This design comes from an exercise in tuning for small area and a short achievable clock period on the open sky130 flow, not from production work. Only simulation tests tie the RTL to the original design; equivalence was not proved. Power figures rest on the tool's default switching activity, not on a simulated workload.

==> inputs of v34 <==
Design ecc_rmw, start of the top module:
module ecc_rmw (
    input  wire        clk,
    input  wire        rst,           
    input  wire        in_valid,
    input  wire [71:0] in_rd_cw,      
    input  wire [63:0] in_wdata,      
    input  wire [7:0]  in_wmask,      
    input  wire [7:0]  in_wpar,       
    output reg         out_valid,
    output reg  [63:0] out_rdata,     
    output reg  [7:0]  out_rpar,      
    output reg  [7:0]  out_syndrome,  
    output reg         out_sbe,       
    output reg         out_ded,       
    output reg  [71:0] out_wr_cw,     
    output reg         out_poison     
);
Settings: LEC_CHECK=0, ABC_AREA=1, CAP_MARGIN=20, CORE_MARGIN=2, CORE_UTILIZATION=40, SETUP_SLACK_MARGIN=3.2, SLEW_MARGIN=20; clock period 5.5 ns.
standard.sh (not shown) runs the stock make flow with config.mk's settings and CLKGATE_MAP_FILE= SYNTH_SCRIPT=/design/flow/synth_recipe.tcl, a recipe that flattens the netlist after the stock synthesis.
==> flow/flow/run.sh <==
#!/bin/bash
# Standard layout with plain port buffers, no CTS dummy loads.
set -euo pipefail
export BUFFER_PORTS_ARGS="-buffer_cell sky130_fd_sc_hd__buf_2"
export CTS_ARGS="-sink_clustering_enable -repair_clock_nets -dont_use_dummy_load"
bash standard.sh > standard.log 2>&1
==> v7: changes against v34 <==
- CORE_UTILIZATION: 40 -> 65
- SETUP_SLACK_MARGIN: 3.2 -> 3.25
==> v12: changes against v34 <==
==> flow/flow/run.sh (replaced) <==
#!/bin/bash
# Standard layout, with plain buffers on the ports instead of ORFS's default choice.
set -euo pipefail
export BUFFER_PORTS_ARGS="-buffer_cell sky130_fd_sc_hd__buf_2"
bash standard.sh > standard.log 2>&1
- ABC_AREA: 1 -> unset
- SETUP_SLACK_MARGIN: 3.2 -> 3.1
==> summary of the runs <==
Global-route usage: v7 > v34 > v12.
Final cell count: v34 > v7 > v12.
Sequential share of layout area, lowest first: v34, v7, v12.
Between v7 and v34, the lower via count is in v34 (gap 10%, measured against v34).
Synthesized cell count is the same in v7 and v34.
Of v7 and v34, v34 has the higher count of clock-buffer cells in the layout (gap 5).
In v12 the first-iteration DRC count is lower than in v7, by 51%.
The highest critical path depth belongs to v7, the lowest to v12.
Of v12 and v34, v34 has the higher die area (gap 5.7%, measured against v34).

========
==> inputs of trial 9 <==
ecc_rmw again, from the RTL that the note above started with.
Design ecc_rmw, start of the top module:
module ecc_rmw (
    input  wire        clk,
    input  wire        rst,           
    input  wire        in_valid,
    input  wire [71:0] in_rd_cw,      
    input  wire [63:0] in_wdata,      
    input  wire [7:0]  in_wmask,      
    input  wire [7:0]  in_wpar,       
    output reg         out_valid,
    output reg  [63:0] out_rdata,     
    output reg  [7:0]  out_rpar,      
    output reg  [7:0]  out_syndrome,  
    output reg         out_sbe,       
    output reg         out_ded,       
    output reg  [71:0] out_wr_cw,     
    output reg         out_poison     
);
    localparam [511:0] HCOL = 512'hf8c73e3d3b372f1fe0d0c8c4c2c1b0a8a4a2a1989492918c8a898685837068646261585452514c4a49464543383432312c2a292625231c1a191615130e0d0b07;
    localparam [7:0] POISON_MASK = 8'h03;
    integer k;
    wire in_syn_t0 = in_rd_cw[56] ^ in_rd_cw[60];
    wire in_syn_t1 = in_rd_cw[57] ^ in_rd_cw[61];
    wire in_syn_t2 = in_rd_cw[58] ^ in_rd_cw[59];
    wire in_syn_t3 = in_rd_cw[22] ^ in_rd_cw[62];
    wire in_syn_t4 = in_rd_cw[49] ^ in_rd_cw[63];
    wire in_syn_t5 = in_rd_cw[14] ^ in_syn_t1;
    wire in_syn_t6 = in_rd_cw[2] ^ in_syn_t0;
    wire in_syn_t7 = in_rd_cw[17] ^ in_syn_t2;
    wire in_syn_t8 = in_rd_cw[12] ^ in_rd_cw[37];
    wire in_syn_t9 = in_rd_cw[7] ^ in_rd_cw[9];
    wire in_syn_t10 = in_rd_cw[33] ^ in_rd_cw[53];
    wire in_syn_t11 = in_rd_cw[5] ^ in_rd_cw[16];
    wire in_syn_t12 = in_rd_cw[24] ^ in_rd_cw[63];
    wire in_syn_t13 = in_rd_cw[28] ^ in_rd_cw[54];
    wire in_syn_t14 = in_rd_cw[31] ^ in_rd_cw[55];
    wire in_syn_t15 = in_rd_cw[11] ^ in_rd_cw[15];
    wire in_syn_t16 = in_rd_cw[19] ^ in_rd_cw[48];
    wire in_syn_t17 = in_rd_cw[4] ^ in_rd_cw[20];
    wire in_syn_t18 = in_rd_cw[40] ^ in_rd_cw[43];
  ...
==> flow/config.mk <==
export PLATFORM = sky130hd
export DESIGN_NAME = ecc_rmw
export DESIGN_NICKNAME = ecc_rmw
export VERILOG_FILES = /design/flow/design.v
export SDC_FILE = /design/flow/constraint.sdc
export NUM_CORES = 4
export LEC_CHECK = 0
export ABC_AREA = 1
export CAP_MARGIN = 20
export CORE_MARGIN = 2
export CORE_UTILIZATION = 40
export SETUP_SLACK_MARGIN = 3.1
export SLEW_MARGIN = 20
==> flow/constraint.sdc <==
create_clock -name core_clock -period 5.5 [get_ports {clk}]
set_input_delay 1.1000 -clock core_clock [delete_from_list [all_inputs] [get_ports {clk}]]
set_output_delay 1.1000 -clock core_clock [all_outputs]
set_load 0.01 [all_outputs]
==> flow/flow/run.sh <==
#!/bin/bash
# Standard layout with plain port buffers (buf_2 on inputs, buf_1 on outputs)
# and no CTS dummy loads.
set -euo pipefail
here=$(pwd)
export BUFFER_PORTS_ARGS="-inputs -buffer_cell sky130_fd_sc_hd__buf_2"
export POST_GLOBAL_PLACE_TCL="$here/flow/out_buffers.tcl"
export CTS_ARGS="-sink_clustering_enable -repair_clock_nets -dont_use_dummy_load"
bash standard.sh > standard.log 2>&1
==> flow/flow/out_buffers.tcl <==
buffer_ports -outputs -buffer_cell sky130_fd_sc_hd__buf_1
==> trial 97: changes against trial 9 <==
==> flow/flow/run.sh (replaced) <==
#!/bin/bash
# Standard layout with plain port buffers, no CTS dummy loads.
set -euo pipefail
export BUFFER_PORTS_ARGS="-buffer_cell sky130_fd_sc_hd__buf_2"
export CTS_ARGS="-sink_clustering_enable -repair_clock_nets -dont_use_dummy_load"
bash standard.sh > standard.log 2>&1
--- a/flow/config.mk
+++ b/flow/config.mk
@@ -10,4 +10,5 @@
 export CORE_MARGIN = 2
 export CORE_UTILIZATION = 40
-export SETUP_SLACK_MARGIN = 3.1
+export SETUP_SLACK_MARGIN = 3.3
 export SLEW_MARGIN = 20
+export TNS_END_PERCENT = 20
removed: flow/flow/out_buffers.tcl
==> qor.txt <==
========================================================================
Total power ...............................................      7080 µW
Length of routed met2 wiring ..............................      24.7 mm
Clock Latency Late Sink ...................................       570 ps
Power dissipated in sequential cells ......................      2670 µW
Sequential standard cell area .............................     6090 µm²
Part of the total power dissipated in combinational logic .        37.4%
Critical R2R Launch .......................................    s0_syn[1]
Cells on worst reg2reg path ...............................           14
Outcome ................................................... finished clean
========================================================================
(the above is from trial 97)
==> qor.txt <==
============================================
Length of routed met2 wiring ..      24.1 mm
Outcome ....................... finished clean
Sequential standard cell area .     6100 µm²
Cells on worst reg2reg path ...           17
Critical R2R Launch ...........    s0_syn[4]
============================================
(the above is from trial 9)

========
==> run M: inputs <==
ecc_rmw again, from the RTL that the note above started with.
Settings: LEC_CHECK=0, ABC_AREA=1, CAP_MARGIN=20, CORE_MARGIN=2, CORE_UTILIZATION=40, SETUP_SLACK_MARGIN=3.25, SLEW_MARGIN=20; clock period 5.5 ns.
==> flow/flow/run.sh <==
#!/bin/bash
# Standard layout with plain port buffers, no CTS dummy loads.
set -euo pipefail
export BUFFER_PORTS_ARGS="-buffer_cell sky130_fd_sc_hd__buf_2"
export CTS_ARGS="-sink_clustering_enable -repair_clock_nets -dont_use_dummy_load -buf_list sky130_fd_sc_hd__clkbuf_8"
bash standard.sh > standard.log 2>&1
==> run H (differences from run M) <==
--- a/flow/design.v
+++ b/flow/design.v
@@ -166,36 +166,41 @@
     wire in_syn_t145 = in_syn_t140 ^ in_syn_t141;
     wire in_syn_t146 = in_syn_t142 ^ in_syn_t143;
     wire in_syn_t147 = in_syn_t36 ^ in_syn_t38;
     wire in_syn_t148 = in_syn_t41 ^ in_syn_t144;
     wire in_syn_t149 = in_syn_t145 ^ in_syn_t146;
     wire in_syn_t150 = in_syn_t147 ^ in_syn_t148;
     wire in_syn_t151 = in_syn_t149 ^ in_syn_t150;
     wire [7:0] in_syn = {in_syn_t151, in_syn_t139, in_syn_t128, in_syn_t113, in_syn_t98, in_syn_t83, in_syn_t70, in_syn_t57};
+    reg [63:0] in_premerged;
+    always @(*) begin
+        for (k = 0; k < 8; k = k + 1)
+            in_premerged[8*k +: 8] = in_wmask[k] ? in_wdata[8*k +: 8] : in_rd_cw[8*k +: 8];
+    end
     reg [7:0] in_wpar_err;
     always @(*) begin
         for (k = 0; k < 8; k = k + 1)
             in_wpar_err[k] = in_wmask[k] && ((^in_wdata[8*k +: 8]) == in_wpar[k]);
     end
     reg        s0_valid;
     reg [63:0] s0_rd_data;
     reg [7:0]  s0_syn;
-    reg [63:0] s0_wdata;
+    reg [63:0] s0_premerged;
     reg [7:0]  s0_wmask;
     reg        s0_wpar_err;
     always @(posedge clk) begin
         if (rst) begin
             s0_valid <= 1'b0;
         end else begin
             s0_valid <= in_valid;
         end
         s0_rd_data  <= in_rd_cw[63:0];
         s0_syn      <= in_syn;
-        s0_wdata    <= in_wdata;
+        s0_premerged <= in_premerged;
         s0_wmask    <= in_wmask;
         s0_wpar_err <= |in_wpar_err;
     end
     reg [15:0] syn_lo, syn_hi;
     always @(*) begin
         for (k = 0; k < 16; k = k + 1) begin
             syn_lo[k] = (s0_syn[3:0] == k);
             syn_hi[k] = (s0_syn[7:4] == k);
@@ -220,18 +225,18 @@
         for (k = 0; k < 8; k = k + 1)
             corr_par[k] = ~^s0_rd_data[8*k +: 8] ^ flip_byte[k];
     end
     reg [63:0] merged;
     reg [63:0] premerged;
     reg [7:0]  kept_flip;    
     always @(*) begin
         for (k = 0; k < 8; k = k + 1) begin
-            merged[8*k +: 8]    = s0_wmask[k] ? s0_wdata[8*k +: 8] : corr_data[8*k +: 8];
-            premerged[8*k +: 8] = s0_wmask[k] ? s0_wdata[8*k +: 8] : s0_rd_data[8*k +: 8];
+            premerged[8*k +: 8] = s0_premerged[8*k +: 8];
+            merged[8*k +: 8]    = s0_premerged[8*k +: 8] ^ (s0_wmask[k] ? 8'h00 : flip_data[8*k +: 8]);
             kept_flip[k]        = !s0_wmask[k] && flip_byte[k];
         end
     end
     wire need_read = (s0_wmask != 8'hff);
     wire poison    = (need_read && ded) || s0_wpar_err;
     wire pm_check_t0 = premerged[56] ^ premerged[58];
     wire pm_check_t1 = premerged[59] ^ premerged[60];
     wire pm_check_t2 = premerged[57] ^ premerged[61];
==> flow/flow/run.sh (replaced) <==
#!/bin/bash
# Standard layout with plain port buffers, no CTS dummy loads.
set -euo pipefail
export BUFFER_PORTS_ARGS="-buffer_cell sky130_fd_sc_hd__buf_1"
export CTS_ARGS="-sink_clustering_enable -repair_clock_nets -dont_use_dummy_load"
bash standard.sh > standard.log 2>&1
Settings changed: SETUP_SLACK_MARGIN 3.25 to 3.3.
==> run D (differences from run M) <==
==> flow/flow/run.sh (replaced) <==
#!/bin/bash
# Standard layout with plain port buffers (buf_2 on inputs, buf_1 on outputs)
# and no CTS dummy loads.
set -euo pipefail
here=$(pwd)
export BUFFER_PORTS_ARGS="-inputs -buffer_cell sky130_fd_sc_hd__buf_2"
export PRE_GLOBAL_PLACE_TCL="$here/flow/out_buffers.tcl"
export CTS_ARGS="-sink_clustering_enable -repair_clock_nets -dont_use_dummy_load"
bash standard.sh > standard.log 2>&1
==> flow/flow/out_buffers.tcl (new file) <==
buffer_ports -outputs -buffer_cell sky130_fd_sc_hd__buf_1
Settings changed: SETUP_SLACK_MARGIN 3.25 to 3.1.
==> run summary <==
status=timing/DRC/antenna clean; measured slew at the worst slew-check pin=0.660 ns; part of the power in registers=0.405; Worst Setup Slack, final=3.16 ns; Slowest-stage cell, CP=dfxtp_2; post-synthesis compound-gate area fraction=0.0277; Fill cells=3541; Power Clock=0.00190 W; mux cell area share after synthesis=0; Post-DP HPWL=43800 µm; r2r setup slk=3.16 ns; VDD IR max=0.000252 V; power per cell area=412 nW/µm²; Power Total=0.00696 W
the above is filed under run D

==> run summary <==
status=timing/DRC/antenna clean; Power Clock=roughly 0.0018 W; Largest Pwr Group=registers; post-synthesis compound-gate area fraction=0.00672; part of the power in registers=0.398; Post-DP HPWL=41400 µm; VDD IR max=0.000280 V; Fill cells=3381; WL final=between 40000 and 50000 µm; Die Y=roughly 190 µm; I/O pin cnt=311; CTS tree=built; power per cell area=417 nW/µm²; Worst Setup Slack, final=approximately 3.3 ns; Placed Cells=2302; Power Total=0.00709 W; r2r setup slk=3.38 ns; Slew HR=0.512; deepest clock path buffer count=3
the above is filed under run H

==> run summary <==
r2r setup slk=3.35 ns; Worst Setup Slack, final=between 3 and 4 ns; measured slew at the worst slew-check pin=0.604 ns; mux cell area share after synthesis=0; power per cell area=382 nW/µm²; Power Total=0.00695 W; slowest stage delay, CP=0.41 ns; synth unique cells=29; Power Clock=0.00162 W; status=timing/DRC/antenna clean; CP Launch Point=in_rd_cw[58]; post-synthesis compound-gate area fraction=0.0277; Slowest-stage cell, CP=xor2_1; part of the power in registers=0.385
the above is filed under run M


========
==> inputs of run a <==
ecc_rmw, a different RTL version from the one above (not shown whole).
==> module ecc_rmw, before the edit <==
module ecc_rmw (
    input  wire        clk,
    input  wire        rst,           
    input  wire        in_valid,
    input  wire [71:0] in_rd_cw,      
    input  wire [63:0] in_wdata,      
    input  wire [7:0]  in_wmask,      
    input  wire [7:0]  in_wpar,       
    output reg         out_valid,
    output reg  [63:0] out_rdata,     
    output reg  [7:0]  out_rpar,      
    output reg  [7:0]  out_syndrome,  
    output reg         out_sbe,       
    output reg         out_ded,       
    output reg  [71:0] out_wr_cw,     
    output reg         out_poison     
);
    localparam [511:0] HCOL = 512'hf8c73e3d3b372f1fe0d0c8c4c2c1b0a8a4a2a1989492918c8a898685837068646261585452514c4a49464543383432312c2a292625231c1a191615130e0d0b07;
    localparam [7:0] POISON_MASK = 8'h03;
    function [7:0] check_bits(input [63:0] d);
        integer i;
        begin
            check_bits = 8'h00;
            for (i = 0; i < 64; i = i + 1)
                if (d[i])
                    check_bits = check_bits ^ HCOL[8*i +: 8];
        end
    endfunction
    reg        s0_valid;
    reg [71:0] s0_rd_cw;
    reg [63:0] s0_wdata;
    reg [7:0]  s0_wmask;
    reg [7:0]  s0_wpar;
    always @(posedge clk) begin
        if (rst) begin
            s0_valid <= 1'b0;
        end else begin
            s0_valid <= in_valid;
        end
        s0_rd_cw <= in_rd_cw;
        s0_wdata <= in_wdata;
        s0_wmask <= in_wmask;
        s0_wpar  <= in_wpar;
    end
    wire [63:0] rd_data  = s0_rd_cw[63:0];
    wire [7:0]  rd_check = s0_rd_cw[71:64];
    wire [7:0]  syndrome = check_bits(rd_data) ^ rd_check;
    reg [63:0] flip_data;
    reg [7:0]  flip_check;
    integer k;
    always @(*) begin
        for (k = 0; k < 64; k = k + 1)
            flip_data[k] = (syndrome == HCOL[8*k +: 8]);
        for (k = 0; k < 8; k = k + 1)
            flip_check[k] = (syndrome == (8'h01 << k));
    end
    wire sbe = (|flip_data) | (|flip_check);
    wire ded = (syndrome != 8'h00) && !sbe;
    wire [63:0] corr_data = rd_data ^ flip_data;
    reg [7:0] corr_par;
    always @(*) begin
        for (k = 0; k < 8; k = k + 1)
            corr_par[k] = ~^corr_data[8*k +: 8];
    end
    reg [63:0] merged;
    reg [7:0]  wpar_err;
    always @(*) begin
        for (k = 0; k < 8; k = k + 1) begin
            merged[8*k +: 8] = s0_wmask[k] ? s0_wdata[8*k +: 8] : corr_data[8*k +: 8];
            wpar_err[k]      = s0_wmask[k] && ((^s0_wdata[8*k +: 8]) == s0_wpar[k]);
        end
    end
    wire need_read = (s0_wmask != 8'hff);
    wire poison    = (need_read && ded) || (|wpar_err);
    wire [7:0] new_check = check_bits(merged) ^ (poison ? POISON_MASK : 8'h00);
    always @(posedge clk) begin
        if (rst) begin
            out_valid <= 1'b0;
        end else begin
            out_valid <= s0_valid;
        end
        out_rdata    <= corr_data;
        out_rpar     <= corr_par;
        out_syndrome <= syndrome;
        out_sbe      <= sbe;
        out_ded      <= ded;
        out_wr_cw    <= {new_check, merged};
        out_poison   <= poison;
    end
endmodule
make LEC_CHECK=0 CAP_MARGIN=20 CORE_MARGIN=2 CORE_UTILIZATION=40 SLEW_MARGIN=20 finish   # period 5.5 ns
run.sh (not shown) runs the stock make flow with config.mk's settings and CLKGATE_MAP_FILE= SYNTH_SCRIPT=/design/flow/synth_recipe.tcl, a recipe that flattens the netlist after the stock synthesis.
Stock flow here: none of the scripts above is used.
==> inputs of run b, as changes to run a <==
--- a/flow/design.v
+++ b/flow/design.v
@@ -26,53 +26,62 @@
                     check_bits = check_bits ^ HCOL[8*i +: 8];
         end
     endfunction
+    integer k;
+    wire [7:0] in_syn = check_bits(in_rd_cw[63:0]) ^ in_rd_cw[71:64];
+    reg [7:0] in_wpar_err;
+    always @(*) begin
+        for (k = 0; k < 8; k = k + 1)
+            in_wpar_err[k] = in_wmask[k] && ((^in_wdata[8*k +: 8]) == in_wpar[k]);
+    end
     reg        s0_valid;
-    reg [71:0] s0_rd_cw;
+    reg [63:0] s0_rd_data;
+    reg [7:0]  s0_syn;
     reg [63:0] s0_wdata;
     reg [7:0]  s0_wmask;
-    reg [7:0]  s0_wpar;
+    reg        s0_wpar_err;
     always @(posedge clk) begin
         if (rst) begin
             s0_valid <= 1'b0;
         end else begin
             s0_valid <= in_valid;
         end
-        s0_rd_cw <= in_rd_cw;
-        s0_wdata <= in_wdata;
-        s0_wmask <= in_wmask;
-        s0_wpar  <= in_wpar;
+        s0_rd_data  <= in_rd_cw[63:0];
+        s0_syn      <= in_syn;
+        s0_wdata    <= in_wdata;
+        s0_wmask    <= in_wmask;
+        s0_wpar_err <= |in_wpar_err;
     end
-    wire [63:0] rd_data  = s0_rd_cw[63:0];
-    wire [7:0]  rd_check = s0_rd_cw[71:64];
-    wire [7:0]  syndrome = check_bits(rd_data) ^ rd_check;
     reg [63:0] flip_data;
     reg [7:0]  flip_check;
-    integer k;
     always @(*) begin
         for (k = 0; k < 64; k = k + 1)
-            flip_data[k] = (syndrome == HCOL[8*k +: 8]);
+            flip_data[k] = (s0_syn == HCOL[8*k +: 8]);
         for (k = 0; k < 8; k = k + 1)
-            flip_check[k] = (syndrome == (8'h01 << k));
+            flip_check[k] = (s0_syn == (8'h01 << k));
     end
     wire sbe = (|flip_data) | (|flip_check);
-    wire ded = (syndrome != 8'h00) && !sbe;
-    wire [63:0] corr_data = rd_data ^ flip_data;
+    wire ded = (s0_syn != 8'h00) && !sbe;
+    wire [63:0] corr_data = s0_rd_data ^ flip_data;
     reg [7:0] corr_par;
     always @(*) begin
         for (k = 0; k < 8; k = k + 1)
             corr_par[k] = ~^corr_data[8*k +: 8];
     end
     reg [63:0] merged;
-    reg [7:0]  wpar_err;
+    reg [63:0] premerged;
+    reg [7:0]  kept_flip;    
     always @(*) begin
         for (k = 0; k < 8; k = k + 1) begin
-            merged[8*k +: 8] = s0_wmask[k] ? s0_wdata[8*k +: 8] : corr_data[8*k +: 8];
-            wpar_err[k]      = s0_wmask[k] && ((^s0_wdata[8*k +: 8]) == s0_wpar[k]);
+            merged[8*k +: 8]    = s0_wmask[k] ? s0_wdata[8*k +: 8] : corr_data[8*k +: 8];
+            premerged[8*k +: 8] = s0_wmask[k] ? s0_wdata[8*k +: 8] : s0_rd_data[8*k +: 8];
+            kept_flip[k]        = !s0_wmask[k] && (|flip_data[8*k +: 8]);
         end
     end
     wire need_read = (s0_wmask != 8'hff);
-    wire poison    = (need_read && ded) || (|wpar_err);
-    wire [7:0] new_check = check_bits(merged) ^ (poison ? POISON_MASK : 8'h00);
+    wire poison    = (need_read && ded) || s0_wpar_err;
+    wire [7:0] new_check = check_bits(premerged)
+                         ^ ((|kept_flip) ? s0_syn : 8'h00)
+                         ^ (poison ? POISON_MASK : 8'h00);
     always @(posedge clk) begin
         if (rst) begin
             out_valid <= 1'b0;
@@ -81,7 +90,7 @@
         end
         out_rdata    <= corr_data;
         out_rpar     <= corr_par;
-        out_syndrome <= syndrome;
+        out_syndrome <= s0_syn;
         out_sbe      <= sbe;
         out_ded      <= ded;
         out_wr_cw    <= {new_check, merged};
==> flow/flow/run.sh (new file) <==
#!/bin/bash
# Standard layout, with plain buffers on the ports instead of ORFS's default choice.
set -euo pipefail
export BUFFER_PORTS_ARGS="-buffer_cell sky130_fd_sc_hd__buf_2"
bash standard.sh > standard.log 2>&1
==> flow/standard.sh (new file) <==
#!/bin/bash
# synth_recipe.tcl (not shown) runs the flow's synth.tcl, then flattens the netlist and writes it again
# the make line also repeats each setting of config.mk as NAME=value (left out here)
make -C /OpenROAD-flow-scripts/flow DESIGN_CONFIG=/design/flow/config.mk WORK_HOME=/design/flow/orfs CLKGATE_MAP_FILE= SYNTH_SCRIPT=/design/flow/synth_recipe.tcl "${@:-finish}"
ABC_CLOCK_PERIOD_IN_PS = 2500   (was unset)
SETUP_SLACK_MARGIN = 3.0   (was unset)
removed: flow/run.sh
==> inputs of run c, as changes to run a <==
--- a/flow/design.v
+++ b/flow/design.v
@@ -26,53 +26,62 @@
                     check_bits = check_bits ^ HCOL[8*i +: 8];
         end
     endfunction
+    integer k;
+    wire [7:0] in_syn = check_bits(in_rd_cw[63:0]) ^ in_rd_cw[71:64];
+    reg [7:0] in_wpar_err;
+    always @(*) begin
+        for (k = 0; k < 8; k = k + 1)
+            in_wpar_err[k] = in_wmask[k] && ((^in_wdata[8*k +: 8]) == in_wpar[k]);
+    end
     reg        s0_valid;
-    reg [71:0] s0_rd_cw;
+    reg [63:0] s0_rd_data;
+    reg [7:0]  s0_syn;
     reg [63:0] s0_wdata;
     reg [7:0]  s0_wmask;
-    reg [7:0]  s0_wpar;
+    reg        s0_wpar_err;
     always @(posedge clk) begin
         if (rst) begin
             s0_valid <= 1'b0;
         end else begin
             s0_valid <= in_valid;
         end
-        s0_rd_cw <= in_rd_cw;
-        s0_wdata <= in_wdata;
-        s0_wmask <= in_wmask;
-        s0_wpar  <= in_wpar;
+        s0_rd_data  <= in_rd_cw[63:0];
+        s0_syn      <= in_syn;
+        s0_wdata    <= in_wdata;
+        s0_wmask    <= in_wmask;
+        s0_wpar_err <= |in_wpar_err;
     end
-    wire [63:0] rd_data  = s0_rd_cw[63:0];
-    wire [7:0]  rd_check = s0_rd_cw[71:64];
-    wire [7:0]  syndrome = check_bits(rd_data) ^ rd_check;
     reg [63:0] flip_data;
     reg [7:0]  flip_check;
-    integer k;
     always @(*) begin
         for (k = 0; k < 64; k = k + 1)
-            flip_data[k] = (syndrome == HCOL[8*k +: 8]);
+            flip_data[k] = (s0_syn == HCOL[8*k +: 8]);
         for (k = 0; k < 8; k = k + 1)
-            flip_check[k] = (syndrome == (8'h01 << k));
+            flip_check[k] = (s0_syn == (8'h01 << k));
     end
     wire sbe = (|flip_data) | (|flip_check);
-    wire ded = (syndrome != 8'h00) && !sbe;
-    wire [63:0] corr_data = rd_data ^ flip_data;
+    wire ded = (s0_syn != 8'h00) && !sbe;
+    wire [63:0] corr_data = s0_rd_data ^ flip_data;
     reg [7:0] corr_par;
     always @(*) begin
         for (k = 0; k < 8; k = k + 1)
             corr_par[k] = ~^corr_data[8*k +: 8];
     end
     reg [63:0] merged;
-    reg [7:0]  wpar_err;
+    reg [63:0] premerged;
+    reg [7:0]  kept_flip;    
     always @(*) begin
         for (k = 0; k < 8; k = k + 1) begin
-            merged[8*k +: 8] = s0_wmask[k] ? s0_wdata[8*k +: 8] : corr_data[8*k +: 8];
-            wpar_err[k]      = s0_wmask[k] && ((^s0_wdata[8*k +: 8]) == s0_wpar[k]);
+            merged[8*k +: 8]    = s0_wmask[k] ? s0_wdata[8*k +: 8] : corr_data[8*k +: 8];
+            premerged[8*k +: 8] = s0_wmask[k] ? s0_wdata[8*k +: 8] : s0_rd_data[8*k +: 8];
+            kept_flip[k]        = !s0_wmask[k] && (|flip_data[8*k +: 8]);
         end
     end
     wire need_read = (s0_wmask != 8'hff);
-    wire poison    = (need_read && ded) || (|wpar_err);
-    wire [7:0] new_check = check_bits(merged) ^ (poison ? POISON_MASK : 8'h00);
+    wire poison    = (need_read && ded) || s0_wpar_err;
+    wire [7:0] new_check = check_bits(premerged)
+                         ^ ((|kept_flip) ? s0_syn : 8'h00)
+                         ^ (poison ? POISON_MASK : 8'h00);
     always @(posedge clk) begin
         if (rst) begin
             out_valid <= 1'b0;
@@ -81,7 +90,7 @@
         end
         out_rdata    <= corr_data;
         out_rpar     <= corr_par;
-        out_syndrome <= syndrome;
+        out_syndrome <= s0_syn;
         out_sbe      <= sbe;
         out_ded      <= ded;
         out_wr_cw    <= {new_check, merged};
==> notes <==
Cell area, lowest first: run b, run c, run a.
Final cell count: run c < run a < run b.
Register-to-register slack: run b > run c > run a.
The lowest critical path depth belongs to run c, the highest to run a.
Sequential share of layout area: run b > run a > run c.
Die area: run a is smaller than run c (2.2%).

[re-timing with driven ports]
No port has a modelled driver above. Below, the same layouts with a new extraction and two added sets of constraints. Step 1, drivers: a clkbuf_16 drives clk and a buf_2 each remaining input, both assumed. Step 2 times the ports against the registers' clock, not the clock port: input delays grow and output delays shrink by t, the midpoint of the rising clock arrivals with the driver on. Slacks: no drivers / after step 1 / after step 2; pairs: no drivers / after step 1.
| run | t, ns | slack for setup (ns) | worst data-port slew with drivers (ns) |
|---|---|---|---|
| v34 | 0.566 | 3.260 / 3.260 / 2.786 | 0.07 |
| v7 | 0.585 | 3.101 / 3.101 / 2.787 | 0.07 |
| v12 | 0.633 | 3.073 / 3.073 / 2.724 | 0.07 |
| trial 9 | 0.620 | 3.174 / 3.174 / 2.602 | 0.06 |
| trial 97 | 0.610 | 3.270 / 3.252 / 2.694 | 0.06 |
| run M | 0.659 | 3.294 / 3.244 / 2.666 | 0.07 |
| run H | 0.608 | 3.314 / 3.268 / 2.733 | 0.07 |
| run D | 0.583 | 3.157 / 3.157 / 2.628 | 0.06 |
| run a | 0.564 | 0.205 / 0.205 / 0.205 | 0.07 |
| run b | 0.558 | 2.876 / 2.876 / 2.642 | 0.06 |
| run c | 0.552 | 1.833 / 1.833 / 1.833 | 0.07 |
After both steps setup and hold are still met in every run listed. For run M, which loses most, drivers alone change the setup slack by -0.050 ns; drivers and shift together by -0.628 ns.
